What follows belongs to an exercise in optimizing a design on an open flow for small area, a short achievable clock period and few clock cycles per item; a production flow would make more cautious choices.
The RTL was checked by simulation tests, not by an equivalence proof against the original design.

==> inputs of job 740 <==
// coach_xu
module coach_xu (
  input  wire        clk,
  input  wire        rst,
  input  wire        start,
  input  wire [35:0] insn,
  input  wire [71:0] a,
  input  wire [71:0] b,
  input  wire [71:0] d_in,
  input  wire        c_in,
  input  wire        trap_mode,
  output wire        ready,
  output reg         done,
  output reg  [71:0] result,
  output reg         wr_en,
  output wire [4:0]  flags,       
  output reg  [4:0]  flags_we,
  output reg         trap,
  output wire [3:0]  tcause,
  output reg  [1:0]  tval
);
  localparam K    = 8;            
  localparam NSEG = 72 / K;       
  localparam [71:0] SMIN = {1'b1, 71'b0};
  localparam [71:0] SMAX = {1'b0, {71{1'b1}}};
  localparam [2:0] S_IDLE = 3'd0, S_MUL = 3'd1, S_DSET = 3'd2, S_D3 = 3'd3, S_DIV = 3'd4;
  wire [7:0]  op    = insn[35:28];
  wire [5:0]  fd    = insn[27:22];
  wire [5:0]  fa    = insn[21:16];
  wire [5:0]  fb    = insn[15:10];
  wire [9:0]  func  = insn[9:0];
  wire [15:0] imm16 = insn[15:0];
  wire [21:0] imm22 = insn[21:0];
  wire [71:0] imm_s = {{56{imm16[15]}}, imm16};
  wire [71:0] imm_z = {56'b0, imm16};
  function reg_ok;
    input [5:0] f;
    input       tm;
    begin
      reg_ok = (f < 6'd40) || (tm && f < 6'd48);
    end
  endfunction
  function [6:0] blen;
    input [71:0] x;
    integer g, i;
    reg [3:0] gl;
    begin
      blen = 7'd0;
      for (g = 0; g < 9; g = g + 1) begin
        gl = 4'd0;
        for (i = 0; i < 8; i = i + 1)
          if (x[8*g+i]) gl = i + 1;
        if (gl != 4'd0) blen = 8 * g + gl;
      end
    end
  endfunction
  function [3:0] dlen;
    input [71:0] x;
    integer g;
    begin
      dlen = 4'd0;
      for (g = 0; g < NSEG; g = g + 1)
        if (|x[K*g +: K]) dlen = g + 1;
    end
  endfunction
  reg  [2:0]  state;
  reg         fin;        
  reg  [71:0] rx, ry, rd;
  reg         ry_x;       
  reg  [2:0]  r3x;        
  reg  [6:0]  cnt;        
  reg         m_div;      
  reg         m_hi;       
  reg         m_sat;      
  reg         m_chk;      
  reg         m_rem;      
  ...
export LEC_CHECK = 0
export CAP_MARGIN = 20
export CORE_MARGIN = 2
export CORE_UTILIZATION = 27
export PLACE_DENSITY = 0.45
export SETUP_SLACK_MARGIN = 5
export SLEW_MARGIN = 20
create_clock -name core_clock -period 12.0 [get_ports {clk}]
run.sh (not shown) runs the stock make flow with config.mk's settings and CLKGATE_MAP_FILE= SYNTH_SCRIPT=/design/flow/synth_recipe.tcl, a recipe that flattens the netlist after the stock synthesis.
==> inputs of job 4836, as changes to job 740 <==
--- a/flow/design.v
+++ b/flow/design.v
@@ -225,17 +225,22 @@
   wire [71:0] k_mb   = op_muli ? imm_s : b;
   wire        k_na   = !k_uns && a[71];
   wire        k_nb   = !k_uns && k_mb[71];
   wire [71:0] mag_a  = k_na ? (~a + 72'd1) : a;
   wire [71:0] mag_b  = k_nb ? (~k_mb + 72'd1) : k_mb;
-  wire [3:0]  k_dap  = dlen(a),    k_dan = dlen(~a);
-  wire [3:0]  k_dbp  = dlen(k_mb), k_dbn = dlen(~k_mb);
-  wire        k_swap = (k_na ? k_dan : k_dap) < (k_nb ? k_dbn : k_dbp);
-  wire [6:0]  k_lap  = blen(a),  k_lan = blen(~a) + 7'd1;
-  wire [6:0]  k_lbp  = blen(b),  k_lbn = blen(~b);
-  wire [6:0]  k_la   = k_na ? k_lan : k_lap;
-  wire [6:0]  k_lb   = k_nb ? k_lbn : k_lbp;
+  wire [71:0] k_ax   = a ^ {72{a[71]}};
+  wire [71:0] k_bx   = b ^ {72{b[71]}};
+  wire [3:0]  k_da0  = dlen(k_ax);
+  wire [15:0] k_ix   = imm16 ^ {16{imm16[15]}};
+  wire [3:0]  k_db0  = op_muli ? ((|k_ix[15:8]) ? 4'd2 : {3'd0, |k_ix[7:0]}) : dlen(k_bx);
+  wire [3:0]  k_da   = (a[71] && !k_na) ? NSEG : k_da0;
+  wire [3:0]  k_db   = (k_mb[71] && !k_nb) ? NSEG : k_db0;
+  wire        k_swap = k_da < k_db;
+  wire [6:0]  k_la0  = blen(k_ax);
+  wire [6:0]  k_lb0  = blen(k_bx);
+  wire [6:0]  k_la   = k_na ? k_la0 + 7'd1 : (a[71] ? 7'd72 : k_la0);
+  wire [6:0]  k_lb   = (b[71] && !k_nb) ? 7'd72 : k_lb0;
   wire [6:0]  k_s    = k_la - k_lb;
   wire        k_skip = (b == 72'b0) || (k_la < k_lb);
   reg  [71:0] fs_x, fs_y;
   reg  [6:0]  fs_n;
   wire [143:0] fs_w  = {fs_x, fs_y} >> fs_n;
- CELL_PAD_IN_SITES_DETAIL_PLACEMENT: not set -> 1
- CELL_PAD_IN_SITES_GLOBAL_PLACEMENT: not set -> 2
- CORE_UTILIZATION: 27 -> 30
- PLACE_DENSITY: 0.45 -> 0.5
- SETUP_SLACK_MARGIN: 5 -> 4
==> inputs of job 647, as changes to job 740 <==
--- a/flow/design.v
+++ b/flow/design.v
@@ -80,17 +80,19 @@
   reg         m_zlo;      
   reg         e_v;        
   reg         e_ill;
   reg         e_wr;
   reg  [4:0]  e_fwe;
-  reg         e_add, e_sat, e_mm, e_sh, e_bxt, e_rd;    
-  reg         e_sub, e_cin;
+  reg  [2:0]  e_sel;      
+  reg         e_zx, e_sub, e_cin;
   reg         e_chk;      
   reg         e_cadd, e_vadd, e_csh, e_vby;
   reg         e_mmu, e_mmx;
   reg         e_shl, e_sha, e_big, e_anz, e_bsx;
   reg  [6:0]  e_fn;
+  localparam [2:0] R_ADD = 3'd0, R_SAT = 3'd1, R_MM = 3'd2, R_SH = 3'd3,
+                   R_BXT = 3'd4, R_RD = 3'd5;
   assign ready = (state == S_IDLE) || fin;
   wire op_alu  = (op == 8'h01);
   wire op_md   = (op == 8'h02);
   wire op_sh   = (op == 8'h03);
   wire op_sat  = (op == 8'h04);
@@ -190,11 +192,10 @@
       c_ill = 1'b1;
   end
   wire [71:0] y_op = (op_addi || op_cmpi) ? imm_s :
                      alu_neg ? a :
                      (op_lgi || op_shi || op_byi) ? imm_z : b;
-  wire a_sub = alu_sub || alu_neg || alu_cmp || alu_mm || op_cmpi || (sat_as && func[0]);
   wire [1:0]  lg_f = op_lgi ? ((op[1:0] == 2'd1) ? 2'd0 : (op[1:0] == 2'd2) ? 2'd1 : 2'd2)
                             : (alu_tst ? 2'd0 : func[1:0]);
   reg  [71:0] pre_res;
   always @* begin
     if (op_ldu)
@@ -225,17 +226,13 @@
   wire [71:0] k_mb   = op_muli ? imm_s : b;
   wire        k_na   = !k_uns && a[71];
   wire        k_nb   = !k_uns && k_mb[71];
   wire [71:0] mag_a  = k_na ? (~a + 72'd1) : a;
   wire [71:0] mag_b  = k_nb ? (~k_mb + 72'd1) : k_mb;
-  wire [3:0]  k_dap  = dlen(a),    k_dan = dlen(~a);
-  wire [3:0]  k_dbp  = dlen(k_mb), k_dbn = dlen(~k_mb);
-  wire        k_swap = (k_na ? k_dan : k_dap) < (k_nb ? k_dbn : k_dbp);
-  wire [6:0]  k_lap  = blen(a),  k_lan = blen(~a) + 7'd1;
-  wire [6:0]  k_lbp  = blen(b),  k_lbn = blen(~b);
-  wire [6:0]  k_la   = k_na ? k_lan : k_lap;
-  wire [6:0]  k_lb   = k_nb ? k_lbn : k_lbp;
+  wire        k_swap = dlen(a ^ {72{k_na}}) < dlen(k_mb ^ {72{k_nb}});
+  wire [6:0]  k_la   = blen(a ^ {72{k_na}}) + {6'd0, k_na};
+  wire [6:0]  k_lb   = blen(b ^ {72{k_nb}});
   wire [6:0]  k_s    = k_la - k_lb;
   wire        k_skip = (b == 72'b0) || (k_la < k_lb);
   reg  [71:0] fs_x, fs_y;
   reg  [6:0]  fs_n;
   wire [143:0] fs_w  = {fs_x, fs_y} >> fs_n;
@@ -246,39 +243,41 @@
     for (fi = 0; fi < 72; fi = fi + 1)
       fs_ge[fi] = (fi >= fs_n);
   end
   wire fs_hs = |(fs_x & fs_ge);
   wire fs_ls = |(fs_y & ~fs_ge);
-  reg         d3;         
-  wire [72:0] as_sum = {1'b0, rx} + {1'b0, ry} + {72'b0, e_cin};
+  wire        d3     = (state == S_D3);
+  wire [71:0] as_x   = e_zx ? 72'b0 : (d3 ? ry : rx);
+  wire [71:0] as_yy  = e_sub ? ~ry : (d3 ? {ry[70:0], 1'b0} : ry);
+  wire [72:0] as_sum = {1'b0, as_x} + {1'b0, as_yy} + {72'b0, e_cin};
   wire [71:0] as_res = as_sum[71:0];
   wire        as_c   = e_sub ^ as_sum[72];
-  wire        as_v   = (rx[71] == ry[71]) && (as_res[71] != rx[71]);
+  wire        as_v   = (as_x[71] == as_yy[71]) && (as_res[71] != as_x[71]);
   wire        mm_lt  = e_mmu ? as_c : (as_res[71] ^ as_v);
-  wire        sat_cl = e_sat && as_v;
-  wire        mm_a   = mm_lt ^ e_mmx;
-  wire [71:0] x_res  = ({72{e_add || (e_sat && !as_v)}} & as_res) |
-                       ({72{sat_cl}} & {rx[71], {71{!rx[71]}}}) |
-                       ({72{e_mm && mm_a}} & rx) |
-                       ({72{e_mm && !mm_a}} & ~ry) |
-                       ({72{e_sh && !e_big}} & fs_out) |
-                       ({72{e_sh && e_big && e_sha}} & {72{rx[71]}}) |
-                       ({72{e_bxt && !e_big}} & {{64{e_bsx & fs_out[7]}}, fs_out[7:0]}) |
-                       ({72{e_rd}} & rd);
+  reg [71:0] x_res;
+  always @* begin
+    case (e_sel)
+      R_ADD:   x_res = as_res;
+      R_SAT:   x_res = as_v ? (rx[71] ? SMIN : SMAX) : as_res;
+      R_MM:    x_res = (mm_lt ^ e_mmx) ? rx : ry;
+      R_SH:    x_res = e_big ? {72{e_sha & rx[71]}} : fs_out;
+      R_BXT:   x_res = e_big ? 72'b0 : {{64{e_bsx & fs_out[7]}}, fs_out[7:0]};
+      default: x_res = rd;
+    endcase
+  end
   wire x_c    = e_cadd ? as_c : (e_csh && (e_big ? e_anz : (e_shl ? fs_hs : fs_ls)));
   wire x_v    = e_vadd ? as_v : (e_vby && e_big);
   wire x_trap = e_ill || (e_chk && as_v);
-  wire [K-1:0]  mp_dg  = d3 ? 3 : rx[K-1:0];
-  wire [71+K:0] mp_sum = {{K{1'b0}}, rd} + ry * mp_dg;
+  wire [71+K:0] mp_sum = {{K{1'b0}}, rd} + ry * rx[K-1:0];
   reg  [NSEG-1:1] mp_seg;
   integer si;
   always @* begin
     for (si = 1; si < NSEG; si = si + 1)
       mp_seg[si] = (|rx[K*si +: K]) && (si + cnt < NSEG);
   end
   wire mp_last = ~|mp_seg;
-  wire [2:0]  d3_top = mp_sum[74:72] + {1'b0, ry_x, ry_x};
+  wire [2:0]  d3_top = {2'b0, ry_x} + {1'b0, ry_x, ry[71]} + {2'b0, as_sum[72]};
   wire [75:0] dv_t1  = {4'b0, rx} - {3'b0, ry_x, ry};
   wire [75:0] dv_t2  = {4'b0, rx} - {2'b0, ry_x, ry, 1'b0};
   wire [75:0] dv_t3  = {4'b0, rx} - {1'b0, r3x, result};
   wire        dv_g1  = ~dv_t1[75];
   wire        dv_g2  = ~dv_t2[75];
@@ -319,11 +318,11 @@
   reg [1:0]  tc;
   assign tcause = {2'b00, tc};
   assign flags  = {result[71], result == 72'b0, o_c, o_v, o_dz};
   always @(posedge clk) begin
     result <= fin ? f_res :
-              d3 ? mp_sum[71:0] :
+              d3 ? as_sum[71:0] :
               (state == S_DIV) ? {r3x[1:0], result[71:2]} : x_res;
     r3x    <= d3 ? d3_top : {1'b0, r3x[2]};
     o_c    <= fin ? 1'b0 : x_c;
     o_v    <= fin ? f_v : x_v;
     o_dz   <= fin && m_dz && m_div;
@@ -336,19 +335,17 @@
   end
   wire acc = ready && start;
   always @(posedge clk) begin
     if (rst) begin
       state <= S_IDLE;
-      d3    <= 1'b0;
       fin   <= 1'b0;
       e_v   <= 1'b0;
       done  <= 1'b0;
     end else begin
       done <= e_v || fin;
       e_v  <= acc && !(is_long && !c_ill);
       fin  <= 1'b0;
-      d3   <= (state == S_DSET);
       case (state)
         S_MUL: begin
           if (mp_last) begin
             state <= S_IDLE;
             fin   <= 1'b1;
@@ -406,12 +403,14 @@
         m_ovf  <= !k_uns && (a == SMIN) && (&b);
         m_zlo  <= 1'b1;
         e_ill  <= c_ill;
         e_wr   <= c_wr;
         e_fwe  <= c_fwe;
-        e_sub  <= a_sub;
-        e_cin  <= a_sub ^ (alu_x && c_in);
+        e_zx   <= alu_neg;
+        e_sub  <= alu_sub || alu_neg || alu_cmp || alu_mm || op_cmpi || (sat_as && func[0]);
+        e_cin  <= (alu_sub || alu_neg || alu_cmp || alu_mm || op_cmpi || (sat_as && func[0])) ^
+                  (alu_x && c_in);
         e_chk  <= alu_chk;
         e_cadd <= alu_add || alu_sub || alu_neg || alu_cmp || op_addi || op_cmpi;
         e_vadd <= alu_add || alu_sub || alu_neg || alu_cmp || op_addi || op_cmpi || sat_as;
         e_csh  <= op_sh || op_shi;
         e_vby  <= op_by || op_byi;
@@ -423,24 +422,22 @@
         e_anz  <= |a;
         e_bsx  <= by_sx;
         e_fn   <= md_div ? (7'd72 - {k_s[6:1], 1'b0}) :
                   (op_by || op_byi) ? {amt[3:0], 3'b000} :
                   sh_l ? (7'd72 - amt[6:0]) : amt[6:0];
-        e_sat  <= sat_as;
-        e_mm   <= alu_mm;
-        e_sh   <= op_sh || op_shi;
-        e_bxt  <= (op_by || op_byi) && !by_ins;
-        e_rd   <= alu_lg || alu_tst || op_lgi || op_ldu || by_ins;
-        e_add  <= !(sat_as || alu_mm || op_sh || op_shi || op_by || op_byi ||
-                    alu_lg || alu_tst || op_lgi || op_ldu);
+        e_sel  <= (sat_as) ? R_SAT :
+                  (alu_mm) ? R_MM :
+                  (op_sh || op_shi) ? R_SH :
+                  ((op_by || op_byi) && !by_ins) ? R_BXT :
+                  (alu_lg || alu_tst || op_lgi || op_ldu || op_by || op_byi) ? R_RD : R_ADD;
         if (is_long) begin
           rx <= md_div ? mag_a : (k_swap ? mag_a : mag_b);
           ry <= md_div ? mag_b : (k_swap ? mag_b : mag_a);
           rd <= 72'b0;
         end else begin
-          rx <= alu_neg ? 72'b0 : a;
-          ry <= a_sub ? ~y_op : y_op;
+          rx <= a;
+          ry <= y_op;
           rd <= pre_res;
         end
       end
     endcase
   end
- CORE_UTILIZATION: 27 -> 45
- PLACE_DENSITY: 0.45 -> 0.6
- SETUP_SLACK_MARGIN: 5 -> 4
==> Implementation_results.wiki <==
{| class="wikitable"
! Metric !! Value
|-
| Overall global routing resource usage || 0.485
|-
| First-pass DRT Iterations || 9
|-
| Xor/xnor share of the synthesized area || 0.0578
|-
| Area share of the largest cell type after synthesis || 0.103
|-
| Share of the final layout cell area in multi-input gates || 0.692
|-
| Initial antenna violation count || 112
|-
| Count of plain and timing-repair buffers || 1,766
|-
| Flip-flop and latch area || 9830 sq um
|-
| Area of combinational cells with multiple inputs || 86,400 sq um
|-
| Unrepaired setup endpoints after global routing || true
|-
| Met2 usage in global routing || 0.680
|-
| Post-synthesis compound-gate area fraction || 0.327
|-
| Gp weighted congestion || 1.13
|-
| Layout clock buffer count || 69
|-
| Multiplexer share of the synthesized area || 0.0300
|-
| Total number of clock tree sinks || 358
|-
| Endpoint of the most critical setup path || r3x[1]
|-
| Pin count of the biggest net entering global routing || 122
|-
| Status || finished clean
|}
Source of the figures above: job 740

==> Implementation_results.wiki <==
{| class="wikitable"
! Metric !! Value
|-
| Status || finished clean
|-
| Unrepaired setup endpoints after global routing || true
|-
| Met2 usage in global routing || 0.741
|-
| Area of combinational cells with multiple inputs || 81,500 sq um
|-
| Count of plain and timing-repair buffers || 1,309
|-
| Initial antenna violation count || 102
|-
| Area share of the largest cell type after synthesis || 0.104
|-
| Multiplexer share of the synthesized area || 0.0260
|-
| Layout clock buffer count || 68
|-
| Routed vias/inst || 7.24
|-
| Proportion of cell area occupied by registers || 0.0864
|-
| Flip-flop and latch area || 9830 sq um
|-
| Total number of clock tree sinks || 358
|-
| Gp weighted congestion || 1.13
|-
| Share of the final layout cell area in multi-input gates || 0.717
|}
Source of the figures above: job 4836

==> Implementation_results.wiki <==
{| class="wikitable"
! Metric !! Value
|-
| Status || aborted with a tool error
|-
| Step where the flow halted || global routing
|-
| Stop Error || [ERROR GRT-0116] Global routing finished with congestion. Check the congestion regions in the DRC Viewer.
|-
| Pin count of the biggest net entering global routing || 139
|-
| Area share of the largest cell type after synthesis || 0.103
|-
| Total number of clock tree sinks || 356
|-
| Gp weighted congestion || 1.27
|-
| Xor/xnor share of the synthesized area || 0.0528
|-
| Met2 usage in global routing || 0.867
|-
| Multiplexer share of the synthesized area || 0.0323
|}
Source of the figures above: job 647

Testbench counts of job 740, summed over its fixed seeds: cycles 10,450, items 4,800.
Testbench counts of job 4836, summed over its fixed seeds: cycles 10,450, items 4,800.
Testbench counts of job 647, summed over its fixed seeds: cycles 10,450, items 4,800.

static timing again, ports no longer ideal:
In the flow no input, the clock included, has a driving cell. The finished layouts below were timed again as built, in two steps. Step 1, drivers: a clkbuf_16 drives clk and a buf_2 each remaining input, both assumed. Step 2, shift: input delay + t, output delay - t, t = (earliest + latest rising clock arrival at the registers) / 2. This alone moves slack from input paths to output paths. a / b / c = no drivers / after step 1 / after step 2; a / b = the first two.
run | shift t [ns] | setup WS [ns] | latest minus earliest clock arrival (ns) | worst register clock-pin slew, ns | worst slew at a driven data input, ns
job 740 | 0.819 | 4.151 / 4.151 / 3.920 | 0.088 / 0.088 | 0.08 / 0.08 | 0.19
job 4836 | 0.840 | 3.553 / 3.553 / 3.032 | 0.116 / 0.115 | 0.08 / 0.08 | 0.13
After both steps every run listed still meets setup and hold. For job 4836, which loses most, drivers alone change the setup slack by 0.000 ns; drivers and shift together by -0.521 ns.
